What follows belongs to an exercise in optimizing a design on an open flow for small area; a production flow would make more cautious choices.
RTL that was checked went through simulation tests only; none was proved equivalent to the original.
No activity file was given, so power comes from the tool's default toggle rates.

== the previous run ==
==> flow/design.v (excerpt) <==
module reseq (
    input  wire        clk,
    input  wire        rst,            
    input  wire        in_valid,
    input  wire [22:0] in_seq,
    input  wire        in_sync,
    input  wire [19:0] in_handle,
    input  wire [11:0] timeout_cfg,    
    input  wire [15:0] idle_cfg,       
    output reg         out_valid,
    output wire [22:0] out_seq,
    output reg         out_lost,
    output wire [19:0] out_handle,
    output reg         ev_dup,
    output reg         ev_window,
    output reg         ev_late,
    output reg         ev_unsynced,
    output reg         ev_resync,
    output reg  [5:0]  ev_flushed,
    output reg         active,
    output wire [22:0] rel_point,
    output wire [5:0]  held_count
);
    localparam W = 32;
    reg [W-1:0]  valid;
    reg [11:0]   dl     [0:W-1];      
    reg [19:0]   handle [0:W-1];
    reg [11:0]   now;                 
    reg [5:0]    cnt;                 
    reg          lim_valid;
    reg [4:0]    ld;
    reg [15:0]   idle_cnt;
    reg [22:0]   last;                
    reg  [22:0] r;                    
    reg  [22:0] d;                    
    reg  [11:0] now_inc, deadline;    
    reg  [15:0] idle_inc;             
  ...
Settings: LEC_CHECK=0, CAP_MARGIN=20, CORE_MARGIN=2, CORE_UTILIZATION=65, CTS_BUF_LIST=sky130_fd_sc_hd__clkbuf_16, CTS_CLUSTER_DIAMETER=100, CTS_CLUSTER_SIZE=25, PLACE_DENSITY=0.75, SLEW_MARGIN=20; clock period 14.0 ns.
run.sh (not shown) runs the stock make flow with config.mk's settings and CLKGATE_MAP_FILE= SYNTH_SCRIPT=/design/flow/synth_recipe.tcl, a recipe that flattens the netlist after the stock synthesis.
The previous run ended with every stage complete and zero timing, DRC or antenna violations.
> inputs changed (the previous run -> the current run)
# the previous run
export LEC_CHECK = 0
export CAP_MARGIN = 20
export CORE_MARGIN = 2
export CORE_UTILIZATION = 65
export CTS_BUF_LIST = sky130_fd_sc_hd__clkbuf_16
export CTS_CLUSTER_DIAMETER = 100
export CTS_CLUSTER_SIZE = 25
export PLACE_DENSITY = 0.75
export SLEW_MARGIN = 20
create_clock -name core_clock -period 14.0 [get_ports {clk}]
# the current run
export LEC_CHECK = 0
export CAP_MARGIN = 20
export CORE_MARGIN = 2
export CORE_UTILIZATION = 65
export PLACE_DENSITY = 0.75
export SLEW_MARGIN = 20
create_clock -name core_clock -period 14.0 [get_ports {clk}]
==> flow/flow/run.sh (new file) <==
#!/bin/bash
set -euo pipefail
export BUFFER_PORTS_ARGS="-buffer_cell sky130_fd_sc_hd__buf_1"
export CTS_ARGS="-sink_clustering_enable -repair_clock_nets -dont_use_dummy_load -buf_list sky130_fd_sc_hd__clkbuf_8 -sink_clustering_size 16 -sink_clustering_max_diameter 80"
bash standard.sh > make.log 2>&1
==> flow/standard.sh (new file) <==
#!/bin/bash
# synth_recipe.tcl (not shown) runs the flow's synth.tcl, then flattens the netlist and writes it again
# the make line also repeats each setting of config.mk as NAME=value (left out here)
make -C /OpenROAD-flow-scripts/flow DESIGN_CONFIG=/design/flow/config.mk WORK_HOME=/design/flow/orfs CLKGATE_MAP_FILE= SYNTH_SCRIPT=/design/flow/synth_recipe.tcl "${@:-finish}"
removed: flow/run.sh
- [the current run] final cell area excluding filler cells fell about 2.7% relative to the previous run
- End of the critical path = ld[3]: the previous run; end of the critical path = handle[11][9]: the current run
- Min number of buffers and inverters on the critical path across the previous run and the current run: the previous run
- Between the previous run and the current run, the difference in storage element area is negligible.
- ~same filler-free cell count of the finished design in the previous run and the current run
- From the previous run to the current run, number of I/O port buffers did not move at all.
- Compared with the previous run, the current run improves minimum period implied by the final worst setup slack.
No functional check of the RTL was part of any run of this note.


## run 1
reseq, a different RTL version from the one above (not shown whole).
Size in the first run: ~1,100 flip-flops, ~160 I/O pins.
Settings: LEC_CHECK=0, CAP_MARGIN=20, CORE_MARGIN=2, CORE_UTILIZATION=65, CTS_BUF_LIST=sky130_fd_sc_hd__clkbuf_16, CTS_CLUSTER_DIAMETER=100, CTS_CLUSTER_SIZE=25, PLACE_DENSITY=0.75, SLEW_MARGIN=20; clock period 14.0 ns.
Stock flow here: none of the scripts above is used.
Relative to run 1, the following input files were edited for run 2:
# run 1
export LEC_CHECK = 0
export CAP_MARGIN = 20
export CORE_MARGIN = 2
export CORE_UTILIZATION = 65
export CTS_BUF_LIST = sky130_fd_sc_hd__clkbuf_16
export CTS_CLUSTER_DIAMETER = 100
export CTS_CLUSTER_SIZE = 25
export PLACE_DENSITY = 0.75
export SLEW_MARGIN = 20
create_clock -name core_clock -period 14.0 [get_ports {clk}]
# run 2
export LEC_CHECK = 0
export CAP_MARGIN = 0
export CORE_MARGIN = 2
export CORE_UTILIZATION = 65
export PLACE_DENSITY = 0.75
export SLEW_MARGIN = 0
create_clock -name core_clock -period 14.0 [get_ports {clk}]
==> flow/flow/run.sh (new file) <==
#!/bin/bash
set -euo pipefail
export BUFFER_PORTS_ARGS="-buffer_cell sky130_fd_sc_hd__buf_1"
export CTS_ARGS="-sink_clustering_enable -repair_clock_nets -dont_use_dummy_load -buf_list sky130_fd_sc_hd__clkbuf_8 -sink_clustering_size 14 -sink_clustering_max_diameter 70"
bash standard.sh > make.log 2>&1
==> flow/standard.sh (new file) <==
#!/bin/bash
# synth_recipe.tcl (not shown) runs the flow's synth.tcl, then flattens the netlist and writes it again
# the make line also repeats each setting of config.mk as NAME=value (left out here)
make -C /OpenROAD-flow-scripts/flow DESIGN_CONFIG=/design/flow/config.mk WORK_HOME=/design/flow/orfs CLKGATE_MAP_FILE= SYNTH_SCRIPT=/design/flow/synth_recipe.tcl "${@:-finish}"
removed: flow/run.sh
Findings:
The flow did not stop early for run 2: all stages ran, and the layout cleared the timing, DRC and antenna checks.
Going from run 1 to run 2, final cell count increased by 0.72% relative to the old numbers, flip-flop and latch count after synthesis essentially unchanged, final critical-path required period shows an increase of 0.0052 ns, cell count after placement level.
Run 2 vs run 1, buffer count excluding the clock tree in the final layout went up by 3.7%.
Input-level comparison between run 3 and run 2:
# run 2
export LEC_CHECK = 0
export CAP_MARGIN = 0
export CORE_MARGIN = 2
export CORE_UTILIZATION = 65
export PLACE_DENSITY = 0.75
export SLEW_MARGIN = 0
create_clock -name core_clock -period 14.0 [get_ports {clk}]
# run 3
export LEC_CHECK = 0
export CAP_MARGIN = 20
export CORE_MARGIN = 2
export CORE_UTILIZATION = 65
export GPL_TIMING_DRIVEN = 0
export PLACE_DENSITY = 0.75
export SLEW_MARGIN = 20
create_clock -name core_clock -period 14.0 [get_ports {clk}]
Findings:
Run 3 ends up with lower peak fanout along the critical path than run 2 does.
The lower area after detailed placement of run 2 and run 3 is in run 2.
Run 3 ends up with higher count of clock-buffer cells in the layout than run 2 does.
Run 3 against run 2: total via count after detailed routing increased 1,604; cell area after layout increased 3.1%.
When the final numbers for run 2 and run 3 were put side by side, the clock latency on the worst-skew pair turned out to be greater in run 3.
Delta (run 3 minus run 2): share of cell area taken by multi-input logic gates decreased by 0.92 points relative to the old numbers; synthesis-to-layout area growth increased by 3.3 points relative to the old numbers; met1 layer wirelength in the final routing increased by 1.7% relative to the old numbers; ratio of final minimum period to clock period increased by 5.2 points relative to the old numbers; maximum clock frequency decreased by about 7% relative to the old numbers.
Input changes introduced in run 4 (baseline for comparison: run 3):
# run 3
export LEC_CHECK = 0
export CAP_MARGIN = 20
export CORE_MARGIN = 2
export CORE_UTILIZATION = 65
export GPL_TIMING_DRIVEN = 0
export PLACE_DENSITY = 0.75
export SLEW_MARGIN = 20
create_clock -name core_clock -period 14.0 [get_ports {clk}]
# run 4
export LEC_CHECK = 0
export CAP_MARGIN = 20
export CORE_MARGIN = 2
export CORE_UTILIZATION = 65
export PLACE_DENSITY = 0.75
export SLEW_MARGIN = 20
create_clock -name core_clock -period 14.0 [get_ports {clk}]
Looking at capturing instance or port of the critical path, the ld[4]$_DFFE_PP_ result is from run 4; the handle[5][12]$_DFFE_PP_ one comes from run 3. Relative to run 3, later-pin clock latency in the skew report decreased by 0.06 ns in run 4. Diff run 3 -> run 4: proportion of layout cells with a drive suffix above 1 now sits lower, worst setup skew after layout now sits lower, total chip power now sits lower, starting DRC count in detailed routing now sits lower. Setup WNS run 3 -> run 4: better. Number of standard cells in the final layout excluding fillers shrinks by a few percent when moving from run 3 to run 4.

==> port drivers added, routing unchanged <==
How much do the figures lean on ideal ports? The routed layouts below were timed once more, with nothing changed but the port constraints. Step 1 (the two cells are an assumption about what drives the block):
set clk [get_ports {clk}]
set_driving_cell -lib_cell sky130_fd_sc_hd__clkbuf_16 $clk
set_driving_cell -lib_cell sky130_fd_sc_hd__buf_2 [delete_from_list [all_inputs] $clk]
Step 2 times the ports against the registers' clock, not the clock port: input delays grow and output delays shrink by t, the midpoint of the rising clock arrivals with the driver on. Three values: no drivers, after step 1, after step 2; two values: the first two.
run	shift t [ns]	setup slack, ns	hold slack, ns
the previous run	0.736	0.745 / 0.764 / 0.028	0.509 / 0.509 / 0.509
the current run	0.739	1.111 / 1.154 / 0.415	0.511 / 0.511 / 0.511
run 1	0.720	4.387 / 4.387 / 4.387	0.476 / 0.476 / 0.476
run 2	0.756	4.381 / 4.381 / 4.381	0.465 / 0.465 / 0.465
run 3	0.793	3.659 / 3.659 / 3.659	0.465 / 0.465 / 0.465
run 4	0.761	4.395 / 4.395 / 4.395	0.464 / 0.464 / 0.464
After both steps setup and hold are still met in every run listed. The setup slack of the previous run, which loses most, moves by +0.019 ns with the drivers and by -0.717 ns with both steps.
